Context: an optimization exercise on an open-source flow, tuned for small area and a short achievable clock period. The choices shown serve that exercise and are no tape-out recipe. Function was checked by simulation only, so behaviour that the tests miss may differ from the original.

## old
Design vec_fma, start of the top module:
module vec_fma (
    input  wire        clk,
    input  wire        rst,
    input  wire        in_valid,
    input  wire [31:0] in_a,
    input  wire [31:0] in_b,
    input  wire [31:0] in_c,
    output reg         out_valid,
    output reg  [31:0] out_r
);
    reg        s0_valid;
    reg [31:0] s0_a, s0_b, s0_c;
    reg        s0_afz, s0_bfz, s0_cfz, s0_aez, s0_bez, s0_cez;
    wire [25:0] ibx = {2'b00, in_b[30:23] != 8'd0, in_b[22:0]};
    wire [12:0] e_one, e_two;
    wire [12:0] e_neg;
    genvar gk;
    generate
        for (gk = 0; gk < 13; gk = gk + 1) begin : g_benc
            wire x2 = ibx[2*gk+1];
            wire x1 = ibx[2*gk];
            wire x0 = (gk == 0) ? 1'b0 : ibx[2*gk-1];
            assign e_one[gk] = x1 ^ x0;
            assign e_two[gk] = (x2 & ~x1 & ~x0) | (~x2 & x1 & x0);
            assign e_neg[gk] = x2;
        end
    endgenerate
    reg [12:0] s0_one, s0_two;
    reg [11:0] s0_neg;
    always @(posedge clk) begin
        if (rst) s0_valid <= 1'b0;
        else     s0_valid <= in_valid;
        s0_a <= in_a;
        s0_b <= in_b;
        s0_c <= in_c;
        s0_one <= e_one;
        s0_two <= e_two;
        s0_neg <= e_neg[11:0];
        s0_afz <= (in_a[22:0] == 23'd0);
        s0_bfz <= (in_b[22:0] == 23'd0);
        s0_cfz <= (in_c[22:0] == 23'd0);
        s0_aez <= (in_a[30:23] == 8'd0);
  ...
Size: about 370 flip-flops.
Settings: LEC_CHECK=0, ABC_AREA=1, CAP_MARGIN=20, CORE_MARGIN=2, CORE_UTILIZATION=40, CTS_CLUSTER_DIAMETER=100, CTS_CLUSTER_SIZE=20, SLEW_MARGIN=20; clock period 25.0 ns.
standard.sh (not shown) runs the stock make flow with config.mk's settings and CLKGATE_MAP_FILE= SYNTH_SCRIPT=/design/flow/synth_recipe.tcl, a recipe that flattens the netlist after the stock synthesis.
==> flow/flow/run.sh <==
#!/bin/bash
# Standard ORFS layout; repair_timing aims for a setup slack of at least
# 18.95 ns at the design's clock period.
set -euo pipefail
bash standard.sh SETUP_SLACK_MARGIN=18.95 'BUFFER_PORTS_ARGS=-buffer_cell sky130_fd_sc_hd__buf_2' finish > standard.log 2>&1
diff inputs: old => new
--- a/flow/design.v
+++ b/flow/design.v
@@ -1892,31 +1892,27 @@
     assign y1[46] = p1376 ^ (pg1628 | pp1629);
     assign y0[47] = p1377 ^ pg1630;
     assign y1[47] = p1377 ^ (pg1630 | pp1631);
     wire c0 = pg1632;
     wire c1 = pg1632 | pp1633;
     wire [25:0]  u_inc = opu + 26'd1;
     wire [25:0]  u_dec = opu - 26'd1;
     wire         u_zero = (opu == 26'd0);
     wire         l_nz = |opl;
     wire [26:0]  l_neg = ~opl + 27'd1;
     wire         neg = eff_sub & u_zero & ~c1;
-    reg  [100:0] mag;
-    always @(*) begin
-        if (!eff_sub)
-            mag = {c0 ? u_inc : opu, y0, opl};
-        else if (!neg)
-            mag = {c1 ? opu : u_dec, y1, opl};
-        else
-            mag = {26'd0, l_nz ? ~y1 : ~y0, l_neg};
-    end
+    wire [25:0]  u_dec0 = u_zero ? 26'd0 : u_dec;
+    wire [25:0]  mag_u = eff_sub ? (c1 ? opu : u_dec0) : (c0 ? u_inc : opu);
+    wire [47:0]  mag_m = !eff_sub ? y0 : (!neg ? y1 : (l_nz ? ~y1 : ~y0));
+    wire [26:0]  mag_l = neg ? l_neg : opl;
+    wire [100:0] mag = {mag_u, mag_m, mag_l};
     wire         rsign = neg ? s1_sp : s1_sc;
     wire signed [10:0] e_m1 = s1_etop - 11'sd1;
     wire               kill = s1_etop < 11'sd1;      
     wire               has_mark = ~kill & (e_m1 < 11'sd75);
     reg        s2_valid;
     reg [100:0] s2_mag;
     reg [8:0]  s2_em1;
     reg        s2_hasm, s2_kill, s2_rsign, s2_spec, s2_nan, s2_sinf, s2_zsign;
     always @(posedge clk) begin
         if (rst) s2_valid <= 1'b0;
         else     s2_valid <= s1_valid;
Notes after the runs:
new did not stop at any stage, and its layout met the timing, DRC and antenna checks. new against old: average routed wire per standard cell decreased by 0.073 µm relative to the old numbers, first-pass GRT wire length increased by about 1.4% relative to the old numbers, via count increased by about 1.3% relative to the old numbers. Area after detailed placement delta for new relative to old: 510 µm² higher. Min share of final layout cell area taken by non-clock buffers across old and new: old. The mean post-synth cell area of new and that of old are within noise of each other. Between new and old, it is new whose layout cell share with drive strength beyond 1 is higher, by 0.66 points.

========
vec_fma again, from the RTL that the note above started with.
// vec_fma
module vec_fma (
    input  wire        clk,
    input  wire        rst,
    input  wire        in_valid,
    input  wire [31:0] in_a,
    input  wire [31:0] in_b,
    input  wire [31:0] in_c,
    output reg         out_valid,
    output reg  [31:0] out_r
);
    reg        s0_valid;
    reg [31:0] s0_a, s0_b, s0_c;
    reg        s0_afz, s0_bfz, s0_cfz, s0_aez, s0_bez, s0_cez;
    wire [25:0] ibx = {2'b00, in_b[30:23] != 8'd0, in_b[22:0]};
    wire [12:0] e_one, e_two;
    wire [12:0] e_neg;
    genvar gk;
    generate
        for (gk = 0; gk < 13; gk = gk + 1) begin : g_benc
            wire x2 = ibx[2*gk+1];
            wire x1 = ibx[2*gk];
            wire x0 = (gk == 0) ? 1'b0 : ibx[2*gk-1];
            assign e_one[gk] = x1 ^ x0;
            assign e_two[gk] = (x2 & ~x1 & ~x0) | (~x2 & x1 & x0);
            assign e_neg[gk] = x2;
        end
    endgenerate
    reg [12:0] s0_one, s0_two;
    reg [11:0] s0_neg;
    always @(posedge clk) begin
        if (rst) s0_valid <= 1'b0;
        else     s0_valid <= in_valid;
        s0_a <= in_a;
        s0_b <= in_b;
        s0_c <= in_c;
        s0_one <= e_one;
        s0_two <= e_two;
        s0_neg <= e_neg[11:0];
        s0_afz <= (in_a[22:0] == 23'd0);
        s0_bfz <= (in_b[22:0] == 23'd0);
        s0_cfz <= (in_c[22:0] == 23'd0);
        s0_aez <= (in_a[30:23] == 8'd0);
        s0_bez <= (in_b[30:23] == 8'd0);
        s0_cez <= (in_c[30:23] == 8'd0);
    end
    wire       sa = s0_a[31];
  ...
export LEC_CHECK = 0
export ABC_AREA = 1
export CAP_MARGIN = 20
export CORE_MARGIN = 2
export CORE_UTILIZATION = 40
export CTS_CLUSTER_DIAMETER = 120
export CTS_CLUSTER_SIZE = 24
export SLEW_MARGIN = 20
create_clock -name core_clock -period 25.0 [get_ports {clk}]
Scripts as last shown in full above: flow/flow/run.sh
Then changed:
--- a/flow/design.v
+++ b/flow/design.v
@@ -1892,31 +1892,27 @@
     assign y1[46] = p1376 ^ (pg1628 | pp1629);
     assign y0[47] = p1377 ^ pg1630;
     assign y1[47] = p1377 ^ (pg1630 | pp1631);
     wire c0 = pg1632;
     wire c1 = pg1632 | pp1633;
     wire [25:0]  u_inc = opu + 26'd1;
     wire [25:0]  u_dec = opu - 26'd1;
     wire         u_zero = (opu == 26'd0);
     wire         l_nz = |opl;
     wire [26:0]  l_neg = ~opl + 27'd1;
     wire         neg = eff_sub & u_zero & ~c1;
-    reg  [100:0] mag;
-    always @(*) begin
-        if (!eff_sub)
-            mag = {c0 ? u_inc : opu, y0, opl};
-        else if (!neg)
-            mag = {c1 ? opu : u_dec, y1, opl};
-        else
-            mag = {26'd0, l_nz ? ~y1 : ~y0, l_neg};
-    end
+    wire [25:0]  u_dec0 = u_zero ? 26'd0 : u_dec;
+    wire [25:0]  mag_u = eff_sub ? (c1 ? opu : u_dec0) : (c0 ? u_inc : opu);
+    wire [47:0]  mag_m = !eff_sub ? y0 : (!neg ? y1 : (l_nz ? ~y1 : ~y0));
+    wire [26:0]  mag_l = neg ? l_neg : opl;
+    wire [100:0] mag = {mag_u, mag_m, mag_l};
     wire         rsign = neg ? s1_sp : s1_sc;
     wire signed [10:0] e_m1 = s1_etop - 11'sd1;
     wire               kill = s1_etop < 11'sd1;      
     wire               has_mark = ~kill & (e_m1 < 11'sd75);
     reg        s2_valid;
     reg [100:0] s2_mag;
     reg [8:0]  s2_em1;
     reg        s2_hasm, s2_kill, s2_rsign, s2_spec, s2_nan, s2_sinf, s2_zsign;
     always @(posedge clk) begin
         if (rst) s2_valid <= 1'b0;
         else     s2_valid <= s1_valid;
Sequential cell count does not change. Via count rose by about 1.4%. Critical path depth does not change. Non-clock buffer count rose by 8. Register-to-register slack is worse by 0.03 ns. Cell area rose by 1.1%. Die area rose by 1.3%. Routed wire length rose by about 0.7%.

[re-timing with driven ports]
The results above use ideal ports. As a check the final layouts listed here were re-extracted and re-timed, cells and wires unchanged.
Step 1 sets driving cells, clkbuf_16 on the clock port and buf_2 on the other inputs (assumed; they add their load-dependent delay and slew).
Step 2 times the ports against the registers' clock, not the clock port: input delays grow and output delays shrink by t, the midpoint of the rising clock arrivals with the driver on.
Slacks: no drivers / after step 1 / after step 2; pairs: no drivers / after step 1.
| run | t (ns) | setup WS [ns] | worst setup path at the end | slew at the worst register clock pin (ns) |
|---|---|---|---|---|
| old | 0.704 | 18.922 / 18.848 / 18.456 | input to register | 0.09 / 0.09 |
| new | 0.708 | 18.849 / 18.772 / 18.461 | input to register | 0.09 / 0.09 |
| the first run of note 2 | 0.702 | 18.923 / 18.849 / 18.429 | input to register | 0.10 / 0.10 |
| the second run of note 2 | 0.689 | 18.861 / 18.785 / 18.493 | input to register | 0.11 / 0.11 |
After both steps every run listed still meets setup and hold. The setup slack of the first run of note 2, which loses most, moves by -0.074 ns with the drivers and by -0.494 ns with both steps.
